From an optimization exercise on the open Yosys and OpenROAD flow, aimed at small area, a short achievable clock period and few clock cycles per item; shortcuts taken in it are not production practice.
In this exercise RTL edits were held to simulation tests only and were not proved equivalent to the original.
Power figures rest on the tool's default switching activity, not on a simulated workload.

==> run D <==
==> flow/design.v (excerpt) <==
module pu_condition (
    input  wire         clk,
    input  wire         rst,
    input  wire [2:0]   cfg_depth,         
    input  wire [15:0]  cfg_width,         
    input  wire [5:0]   cfg_ob_w8,         
    input  wire         cfg_ob_side,       
    input  wire         cfg_ob_mode,       
    input  wire [15:0]  cfg_black_level,
    input  wire [15:0]  cfg_ob_clamp,
    input  wire [15:0]  cfg_pedestal,
    input  wire         cfg_flat_en,
    input  wire [3:0]   cfg_gain_frac,     
    input  wire [3:0]   cfg_ofs_shift,     
    input  wire [2:0]   cfg_cfa,           
    input  wire [15:0]  cfg_sat_level,
    input  wire         cfg_calib,
    input  wire         in_valid,
    output reg          in_ready,
    input  wire [15:0]  in_p,
    input  wire [15:0]  in_coef,
    input  wire         in_eof,
    output reg          out_valid,
    output reg  [15:0]  out_o,
    output reg          stat_valid,
    output wire [31:0]  stat_lines,
    output wire [31:0]  stat_ob_mean,
    output wire [63:0]  stat_ch_min,       
    output wire [63:0]  stat_ch_max,
    output wire [255:0] stat_ch_sum,       
    output wire [255:0] stat_ch_sumsq,
    output wire [127:0] stat_clip_low,     
    output wire [127:0] stat_clip_high,
    output wire [63:0]  stat_focus_total
);
    reg [2:0]  r_depth;
    reg [15:0] r_width;
    reg [5:0]  r_obw8;
    reg        r_side, r_mode, r_flat, r_calib;
    reg [15:0] r_black, r_clamp, r_ped, r_sat;
    reg [3:0]  r_gf, r_os;
    reg [2:0]  r_cfa;
    reg [4:0]  r_dsel;        
    reg [3:0]  r_gsel;        
    reg        r_mono;
    always @(posedge clk) begin
        r_depth <= cfg_depth;
        r_width <= cfg_width;
        r_obw8  <= cfg_ob_w8;
        r_side  <= cfg_ob_side;
  ...
clock: 16.0 ns
lec_check: 0
abc_clock_period_in_ps: 5000
cap_margin: 20
core_margin: 2
core_utilization: 40
cts_buf_list: sky130_fd_sc_hd__clkbuf_8
cts_cluster_size: 30
slew_margin: 20
standard.sh (not shown) runs the stock make flow with config.mk's settings and CLKGATE_MAP_FILE= SYNTH_SCRIPT=/design/flow/synth_recipe.tcl, a recipe that flattens the netlist after the stock synthesis.
==> flow/flow/run.sh <==
#!/bin/bash
# The standard layout, with two changes to how it is made: the port buffers
# are plain buffers (sky130_fd_sc_hd__buf_2, which repair may resize) instead
# of the delay-cell buffers buffer_ports picks by default, and timing repair
# aims for a setup margin, so that it works on paths well inside the clock
# period.  The clock, constraints and synthesis are unchanged.
set -euo pipefail
export BUFFER_PORTS_ARGS="-buffer_cell sky130_fd_sc_hd__buf_2"
export SETUP_SLACK_MARGIN=11.0
bash standard.sh > standard_flow.log 2>&1
==> run H: changes against run D <==
--- a/flow/design.v
+++ b/flow/design.v
@@ -30,38 +30,35 @@
     output wire [255:0] stat_ch_sum,       
     output wire [255:0] stat_ch_sumsq,
     output wire [127:0] stat_clip_low,     
     output wire [127:0] stat_clip_high,
     output wire [63:0]  stat_focus_total
 );
     reg [2:0]  r_depth;
-    reg [15:0] r_width;
     reg [5:0]  r_obw8;
     reg        r_side, r_mode, r_flat, r_calib;
-    reg [15:0] r_black, r_clamp, r_ped, r_sat;
+    reg [15:0] r_black, r_clamp, r_ped;
     reg [3:0]  r_gf, r_os;
     reg [2:0]  r_cfa;
     reg [4:0]  r_dsel;        
     reg [3:0]  r_gsel;        
     reg        r_mono;
     always @(posedge clk) begin
         r_depth <= cfg_depth;
-        r_width <= cfg_width;
         r_obw8  <= cfg_ob_w8;
         r_side  <= cfg_ob_side;
         r_mode  <= cfg_ob_mode;
         r_black <= cfg_black_level;
         r_clamp <= cfg_ob_clamp;
-        r_ped   <= cfg_calib ? 16'd0 : cfg_pedestal;
         r_flat  <= cfg_flat_en & ~cfg_calib;
         r_gf    <= cfg_gain_frac;
         r_os    <= cfg_ofs_shift;
         r_cfa   <= cfg_cfa;
-        r_sat   <= cfg_sat_level;
         r_calib <= cfg_calib;
+        r_ped   <= cfg_calib ? 16'd0 : cfg_pedestal;
         r_dsel  <= 5'd1 << cfg_depth;
         r_gsel  <= 4'd1 << (cfg_gain_frac[1:0] + 2'd1);
         r_mono  <= (cfg_cfa == 3'd0);
     end
     wire [8:0]  n_ob   = {r_obw8, 3'b000};
     wire        has_ob = (r_obw8 != 6'd0);
     wire [15:0] dmax   = {{2{r_dsel[4]}}, {2{|r_dsel[4:3]}}, {2{|r_dsel[4:2]}},
@@ -123,15 +120,15 @@
             end
         end
     end
     wire        lstart  = fstart | line_end;
     wire        ob_ph_n = lstart ? has_ob : (ob_ph & ~obc_hit);
     wire [8:0]  obc_n   = lstart ? 9'd0 : (ob_ph ? (obc_hit ? 9'd0 : obc_inc)
                                                  : (obc_hit ? obc : obc_inc));
-    wire [15:0] rem_n   = lstart ? r_width : (ob_ph ? rem : rem_dec);
+    wire [15:0] rem_n   = lstart ? cfg_width : (ob_ph ? rem : rem_dec);
     wire        act_n   = lstart ? (r_side | ~has_ob) :
                           (~ob_ph & (r_side ? (rem_dec == {7'd0, n_ob}) : obc_hit)) ? ~r_side : act;
     wire        cpar_n  = lstart ? 1'b0 : (cpar ^ ~ob_ph);
     wire        cge1_n  = lstart ? 1'b0 : (cge1 | (~ob_ph & act));
     wire        cge2_n  = lstart ? 1'b0 : ((~ob_ph & act) ? cge1 : cge2);
     wire        lpar_n  = fstart ? 1'b0 : (lpar ^ line_end);
     wire [15:0] lcnt_n  = fstart ? 16'd0 : (line_cnt + {15'd0, line_end});
@@ -267,15 +264,15 @@
                     om_c <= {ms_a2[8], ms_a1[8], 1'b0};
                 end
             end
             case (om_st)
             2'd0: begin
                 if (in_done) begin
                     om_st  <= 2'd1;
-                    om_cnt <= 6'd4;
+                    om_cnt <= 6'd0;
                 end
             end
             2'd1: begin
                 if (om_cnt != 6'd0)
                     om_cnt <= om_cnt - 6'd1;
                 else if (dcnt == 4'd0 && om_c == 3'd0 && !m_done) begin
                     om_q[15:0] <= {1'b0, line_cnt[15:1]};
@@ -332,15 +329,15 @@
             s1_eof <= s0_eof;
         end
         s1_y1   <= y1_w;
         s1_ofs  <= r_flat ? s0_coef[3:0] : 4'd0;
         s1_one  <= r_flat ? bo_one : 6'd0;
         s1_two  <= r_flat ? bo_two : 6'd0;
         s1_neg  <= r_flat ? bo_neg : 6'd0;
-        s1_sat  <= (s0_p >= r_sat) | ((s0_p & dmax) == dmax);
+        s1_sat  <= (s0_p >= cfg_sat_level) | ((s0_p & dmax) == dmax);
         s1_act  <= s0_act;
         s1_ch   <= ch0;
         s1_elig <= mono ? s0_cge1 : ((ch0[0] ^ ch0[1]) & s0_cge2);
     end
     reg               s2_v, s2_eof;
     reg  [22:0]       s2_r0, s2_r1;   
     reg               s2_c10;
@@ -427,67 +424,66 @@
     always @(posedge clk) begin
         if (rst) out_valid <= 1'b0;
         else     out_valid <= s3_v;
         out_o <= rq_o;
     end
     wire [31:0] sq0, sq1;
     pu_sq u_sq (.v(s3_vq), .r0(sq0), .r1(sq1));
-    reg  [15:0] prev1, prev2;
-    wire [15:0] f_ref = mono ? prev1 : prev2;
-    wire [16:0] f_d;
-    pu_add #(17) u_fd (.a({1'b0, s3_v16}), .b(~{1'b0, f_ref}), .ci(1'b1), .s(f_d), .co());
+    reg  [15:0] f_ref;
+    wire [16:0] f_d;          
+    wire        f_nb;
+    pu_add #(16) u_fd (.a(s3_v16), .b(~f_ref), .ci(1'b1), .s(f_d[15:0]), .co(f_nb));
+    assign f_d[16] = ~f_nb;
     reg         s4_va, s4_fv, s4_gneg;
     reg  [1:0]  s4_ch;
     reg  [31:0] s4_sq0, s4_sq1;
     reg  [15:0] s4_g;
     always @(posedge clk) begin
         if (rst) begin
             s4_va <= 1'b0;
             s4_fv <= 1'b0;
         end else begin
             s4_va <= s3_va;
             s4_fv <= s3_va & s3_elig;
         end
-        if (s3_va) begin
-            prev2 <= prev1;
-            prev1 <= s3_v16;
-        end
+        if (s3_va & (mono | (s3_ch[0] ^ s3_ch[1])))
+            f_ref <= s3_v16;
         s4_ch   <= s3_ch;
         s4_sq0  <= sq0;
         s4_sq1  <= sq1;
         s4_g    <= f_d[15:0];
         s4_gneg <= f_d[16];
     end
     reg  [15:0] ch_min [0:3];
     reg  [15:0] ch_max [0:3];
     wire [15:0] min_sel = ch_min[s3_ch];
     wire [15:0] max_sel = ch_max[s3_ch];
     wire        v_lt    = s3_v16 < min_sel;
     wire        v_gt    = s3_v16 > max_sel;
+    wire [15:0] mn_in0  = s3_v16 | {16{fstart}};
+    wire [15:0] mn_in1  = fstart ? {16{~mono}} : s3_v16;
+    wire [15:0] mx_in   = s3_v16 & {16{~fstart}};
     wire [16:0]    ovf;
     wire [31:0]    s4_sq;
     pu_add #(32) u_sqa (.a(s4_sq0), .b(s4_sq1), .ci(1'b0), .s(s4_sq), .co());
     wire [17*27-1:0] ring_q;
     wire           ring_home, ring_clr;
     genvar g;
     generate
         for (g = 0; g < 4; g = g + 1) begin : g_ch
             wire sel4 = s3_va && (s3_ch == g);
             wire sel5 = s4_va && (s4_ch == g);
             wire [20:0] q_sum;
             wire [36:0] q_sq;
             wire [4:0]  q_lo, q_hi;
             always @(posedge clk) begin
-                if (fstart) begin
-                    ch_min[g] <= (mono && g != 0) ? 16'd0 : 16'hFFFF;
-                    ch_max[g] <= 16'd0;
-                end else if (sel4) begin
-                    if (v_lt) ch_min[g] <= s3_v16;
-                    if (v_gt) ch_max[g] <= s3_v16;
-                end
+                if (fstart | (sel4 & v_lt))
+                    ch_min[g] <= (g == 0) ? mn_in0 : mn_in1;
+                if (fstart | (sel4 & v_gt))
+                    ch_max[g] <= mx_in;
             end
             pu_acc #(.W(21), .AW(16), .CF(6), .CH(16)) u_sum (
                 .clk(clk), .clr(fstart), .en(sel4), .a(s3_v16), .ci(1'b0), .q(q_sum), .ov(ovf[g]));
             pu_acc #(.W(37), .AW(32), .CF(4), .CH(16)) u_sumsq (
                 .clk(clk), .clr(fstart), .en(sel5), .a(s4_sq), .ci(1'b0), .q(q_sq), .ov(ovf[4+g]));
             pu_acc #(.W(5), .AW(1), .CF(8), .CH(8)) u_lo (
                 .clk(clk), .clr(fstart), .en(sel4), .a(s3_low), .ci(1'b0), .q(q_lo), .ov(ovf[8+g]));
==> flow/flow/run.sh (replaced) <==
#!/bin/bash
# The standard layout, with three changes to how it is made: the port
# buffers are plain buffers (sky130_fd_sc_hd__buf_2, which repair may
# resize) instead of the delay-cell buffers buffer_ports picks by default;
# timing repair aims for a setup margin, so that it works on paths well
# inside the clock period; and clock tree synthesis adds no dummy loads and
# clusters up to 28 registers (90 um across) on a leaf buffer.
# The clock, constraints and synthesis are unchanged.
set -euo pipefail
export BUFFER_PORTS_ARGS="-buffer_cell sky130_fd_sc_hd__buf_2"
export SETUP_SLACK_MARGIN=11.4
export CTS_ARGS="-sink_clustering_enable -repair_clock_nets -dont_use_dummy_load -sink_clustering_size 28 -sink_clustering_max_diameter 90"
bash standard.sh > standard_flow.log 2>&1
CTS_BUF_LIST = default   (was sky130_fd_sc_hd__clkbuf_8)
CTS_CLUSTER_SIZE = default   (was 30)
==> run summary <==
Run D completed without violations. Run H completed, yet does not pass: antenna violations.
Against run D, the hold slack of run H is higher by 0.019 ns.
Of run H and run D, run H has the higher combinational power (gap about 1%, measured against run D).
In sequential power, run D and run H hardly differ.
Clock power: run D is larger than run H (80%).
Testbench counts of run D, summed over its fixed seeds: cycles 93,559, pixels 80,140.
Testbench counts of run H, summed over its fixed seeds: cycles 93,423, pixels 80,140.

==> static timing again, ports no longer ideal <==
How much do the figures lean on ideal ports? The routed layouts below were timed once more, with nothing changed but the port constraints.
Step 1 assumes that a clkbuf_16 drives the clock port and a buf_2 every other input.
Step 2 moves the port delays by t, midway between the first and last clock arrival at a register: inputs arrive t later, outputs are due t later. That takes back most of the time a late clock gives input paths.
Slacks: no drivers / after step 1 / after step 2; pairs: no drivers / after step 1.
run	t (ns)	setup WS [ns]	hold slack, ns	slew at the worst register clock pin (ns)	cell pins on the clock port's net
run D	1.062	11.077 / 10.996 / 11.254	0.297 / 0.297 / 0.297	0.07 / 0.07	1
run H	0.775	11.354 / 11.276 / 10.698	0.316 / 0.316 / 0.316	0.12 / 0.12	1
For run H, which loses most, drivers alone change the setup slack by -0.078 ns; drivers and shift together by -0.656 ns.
